Background: an optimization exercise with open tools, aiming at small area, a short achievable clock period and few clock cycles per item. Do not read the settings as production practice. Where RTL was checked, it was by simulation tests only, not by an equivalence proof against the original. Power and IR drop assume default switching activity.

==> inputs of build 34 <==
## contone_block_enc
module contone_block_enc (
    input  wire       clk,
    input  wire       rst,           
    input  wire       in_valid,
    output wire       in_ready,
    input  wire [7:0] in_cur,        
    input  wire [7:0] in_prev,       
    input  wire       in_sol,        
    output wire       out_valid,
    input  wire       out_ready,
    output wire [7:0] out_data,
    output wire       out_last       
);
    localparam integer T  = 16;          
    localparam integer WS = 65;          
    localparam integer L  = WS + T;      
    function [7:0] zz;                   
        input [7:0] e;
        zz = {e[6:0], 1'b0} ^ {8{e[7]}};
    endfunction
    function [31:0] res4;
        input [7:0] c, w, n, nw;
        reg   [7:0] dw, dn, da, dg;
        reg   [8:0] da9;
        reg         wltn, gew, gen, lew, len;
        begin
            dw   = c - w;
            dn   = c - n;
            da9  = {c, 1'b1} - {1'b0, w} - {1'b0, n};     
            da   = da9[8:1];                              
            dg   = c - w - n + nw;
            wltn = w < n;
            gew  = nw >= w;
            gen  = nw >= n;
            lew  = nw <= w;
            len  = nw <= n;
            res4[7:0]   = dw;
            res4[15:8]  = dn;
            res4[23:16] = da;
            res4[31:24] = (gew && gen) ? (wltn ? dw : dn) :
                          (lew && len) ? (wltn ? dn : dw) : dg;
        end
    endfunction
    function [26:0] code_of;
        input       raw;
        input [7:0] v;
        input [2:0] k;
        reg   [7:0]  q;
        reg   [15:0] tl, cs, cl;
        reg   [4:0]  qk;
        reg          esc, lg;
        begin
            q   = v >> k;
            esc = q >= 8'd24;
            tl  = ({8'd0, v} << (4'd15 - {1'b0, k})) & 16'h7FFF;
            qk  = q[4:0] + {2'd0, k};
            lg  = qk >= 5'd16;                            
            cs  = ~(16'hFFFF >> q[3:0]) | (tl >> q[3:0]);     
            cl  = q[4] ? (~(16'hFFFF >> q[2:0]) | (tl >> q[2:0])) : tl;
            if (raw)
                code_of = {1'b0, 5'd0, 5'd8, v, 8'd0};
            else if (esc)
                code_of = {1'b1, 5'd16, 5'd16, 8'hFF, v};
            else if (!lg)
                code_of = {1'b0, 5'd0, qk + 5'd1, cs};
            else
                code_of = {1'b1, q[4] ? 5'd16 : q[4:0],
  ...
export LEC_CHECK = 0
export CAP_MARGIN = 20
export CORE_MARGIN = 2
export CORE_UTILIZATION = 40
export SLEW_MARGIN = 20
create_clock -name core_clock -period 17.0 [get_ports {clk}]
standard.sh (not shown) runs the stock make flow with config.mk's settings and CLKGATE_MAP_FILE= SYNTH_SCRIPT=/design/flow/synth_recipe.tcl, a recipe that flattens the netlist after the stock synthesis.
==> flow/flow/run.sh <==
#!/bin/bash
# Standard layout, with timing repair aimed at a shorter period than the
# clock's (the clock and all constraints are unchanged), gate sizing not
# tied to the cell footprint, and larger clock-sink clusters.
set -euo pipefail
bash standard.sh SETUP_SLACK_MARGIN=12.3 MATCH_CELL_FOOTPRINT=0 CTS_CLUSTER_SIZE=24 CTS_CLUSTER_DIAMETER=100 finish > standard_flow.log 2>&1
==> build 85 (differences from build 34) <==
--- a/flow/design.v
+++ b/flow/design.v
@@ -7,17 +7,17 @@
     input  wire [7:0] in_prev,       
     input  wire       in_sol,        
     output wire       out_valid,
     input  wire       out_ready,
     output wire [7:0] out_data,
     output wire       out_last       
 );
     localparam integer T  = 16;          
-    localparam integer WS = 65;          
+    localparam integer WS = 66;          
     localparam integer L  = WS + T;      
     function [7:0] zz;                   
         input [7:0] e;
         zz = {e[6:0], 1'b0} ^ {8{e[7]}};
     endfunction
     function [31:0] res4;
         input [7:0] c, w, n, nw;
         reg   [7:0] dw, dn, da, dg;
@@ -184,17 +184,17 @@
             pd_k    <= bk;
             pd_kind <= (bcost == 9'd64)  ? K_ZERO :
                        (bcost <= 9'd504) ? K_CODED : K_ESC;
         end
         if (rst)       pd_v <= 1'b0;
         else if (t2_v) pd_v <= 1'b1;
         else if (take) pd_v <= 1'b0;
     end
-    localparam [1:0] E_IDLE = 2'd0, E_READ = 2'd2;
+    localparam [1:0] E_IDLE = 2'd0, E_HDR = 2'd1, E_READ = 2'd2;
     reg  [1:0]  es;
     reg  [1:0]  eb_kind, eb_p;
     reg  [2:0]  eb_k;
     reg         rpar;                
     reg  [5:0]  ecnt;                
     reg  [6:0]  rp;                  
     reg         e0_v, e0_hdr, e0_esc, e0_b, e0_end;
     reg  [1:0]  e0_p;
@@ -246,19 +246,19 @@
             if (rp == wi) begin
                 rd_a = ring[WS+wi];
                 rd_b = ring[WS+wi-1];
             end
     end
     wire        rd_go    = (es == E_READ) && e0_free && in_win;
     wire        rd_two   = ecnt != 6'd63;
     wire [1:0]  nread    = !rd_go ? 2'd0 : rd_two ? 2'd2 : 2'd1;
-    wire        skip     = take && (pd_kind == K_ZERO);
+    wire        skip     = (es == E_HDR) && e0_free && (eb_kind == K_ZERO);
     wire [15:0] w0       = w0q[rpar];
-    assign take = (es == E_IDLE) && pd_v && e0_free;
+    assign take = (es == E_IDLE) && pd_v;
     reg  [6:0]  occ;                 
     reg  [6:0]  ph;                  
     reg  [6:0]  freed;               
     wire [6:0]  occ_r    = occ + {6'd0, r_v} - freed;    
     assign      empty_now = (occ_r == 7'd0);
     wire        space_n  = (occ_r + {6'd0, in_ready_r} + 7'd1) <= L;
     wire [6:0]  rp_inc   = (rp == L - 1) ? 7'd0 : rp + 7'd1;
     wire [6:0]  rp_dec   = (rp == 7'd0) ? L - 1 : rp - 7'd1;
@@ -304,27 +304,31 @@
             e1_end <= e0_end;
             e1_k   <= e0_k;
         end
         if (e0_free) e0_v <= 1'b0;
         if (take) begin
             eb_kind <= pd_kind;
             eb_p    <= pd_p;
             eb_k    <= pd_k;
+            es      <= E_HDR;
+        end
+        if (es == E_HDR && e0_free) begin
             e0_v    <= 1'b1;
             e0_hdr  <= 1'b1;
             e0_b    <= 1'b0;
-            e0_end  <= (pd_kind == K_ZERO);
-            e0_hval <= (pd_kind == K_ZERO)  ? {2'b01, pd_p, 4'b0000} :
-                       (pd_kind == K_CODED) ? {2'b00, pd_p, 1'b0, pd_k} : 8'hC0;
-            e0_k    <= pd_k;
+            e0_end  <= (eb_kind == K_ZERO);
+            e0_hval <= (eb_kind == K_ZERO)  ? {2'b01, eb_p, 4'b0000} :
+                       (eb_kind == K_CODED) ? {2'b00, eb_p, 1'b0, eb_k} : 8'hC0;
+            e0_k    <= eb_k;
             ecnt    <= 6'd0;
-            if (pd_kind == K_ZERO)
+            if (eb_kind == K_ZERO) begin
                 rpar <= !rpar;
-            else
+                es   <= E_IDLE;
+            end else
                 es   <= E_READ;
         end
         if (rd_go) begin
             aw       <= (ecnt == 6'd0) ? w0[15:8] : e0_b ? bc : ac;
             anw      <= (ecnt == 6'd0) ? w0[7:0]  : e0_b ? bn : an;
             ac       <= rd_a[15:8];
             an       <= rd_a[7:0];
             bc       <= rd_b[15:8];
==> flow/flow/run.sh (replaced) <==
#!/bin/bash
# Standard layout, with timing repair aimed at a shorter period than the
# clock's (the clock and all constraints are unchanged).
set -euo pipefail
bash standard.sh SETUP_SLACK_MARGIN=12 finish > standard_flow.log 2>&1
==> notes <==
Between build 85 and build 34, the lower utilization is in build 34 (gap 1.2 points). Against build 34, the clock power of build 85 is higher by 66%. Of build 85 and build 34, build 85 has the higher clock skew (gap 0.020 ns). In build 34 the clock-buffer cell count is lower than in build 85, by 155. Between build 85 and build 34, the lower synthesized area is in build 85 (gap about 0.4%, measured against build 34). Build 85 passed the timing, design-rule and antenna checks. Build 34 finished with timing, DRC and antenna clean.
Testbench counts of build 85, summed over its fixed seeds: cycles 167,271, blocks 2,560.
Function not checked in build 34: the RTL went through the layout flow alone.

re-timing with driven ports:
Ports are ideal in the flow. The routed layouts listed here were re-timed in OpenROAD. Step 1 (the two cells are an assumption about what drives the block):
set clk [get_ports {clk}]
set_driving_cell -lib_cell sky130_fd_sc_hd__clkbuf_16 $clk
set_driving_cell -lib_cell sky130_fd_sc_hd__buf_2 [delete_from_list [all_inputs] $clk]
Step 2 adds t to the input delays and takes it off the output delays; t is the mean of the earliest and latest rising clock arrival at the registers after step 1. Input paths then give back, and output paths get back, about the clock's delay inside the block. a / b / c = ideal / step 1 / step 2; a / b = the first two.
run | t (ns) | setup WS [ns] | slew at the worst register clock pin (ns)
build 34 | 0.828 | 12.017 / 12.017 / 11.736 | 0.11 / 0.11
build 85 | 0.908 | 12.103 / 12.017 / 11.581 | 0.07 / 0.07
After both steps every run listed still meets setup and hold. The setup slack of build 85, which loses most, moves by -0.086 ns with the drivers and by -0.522 ns with both steps.
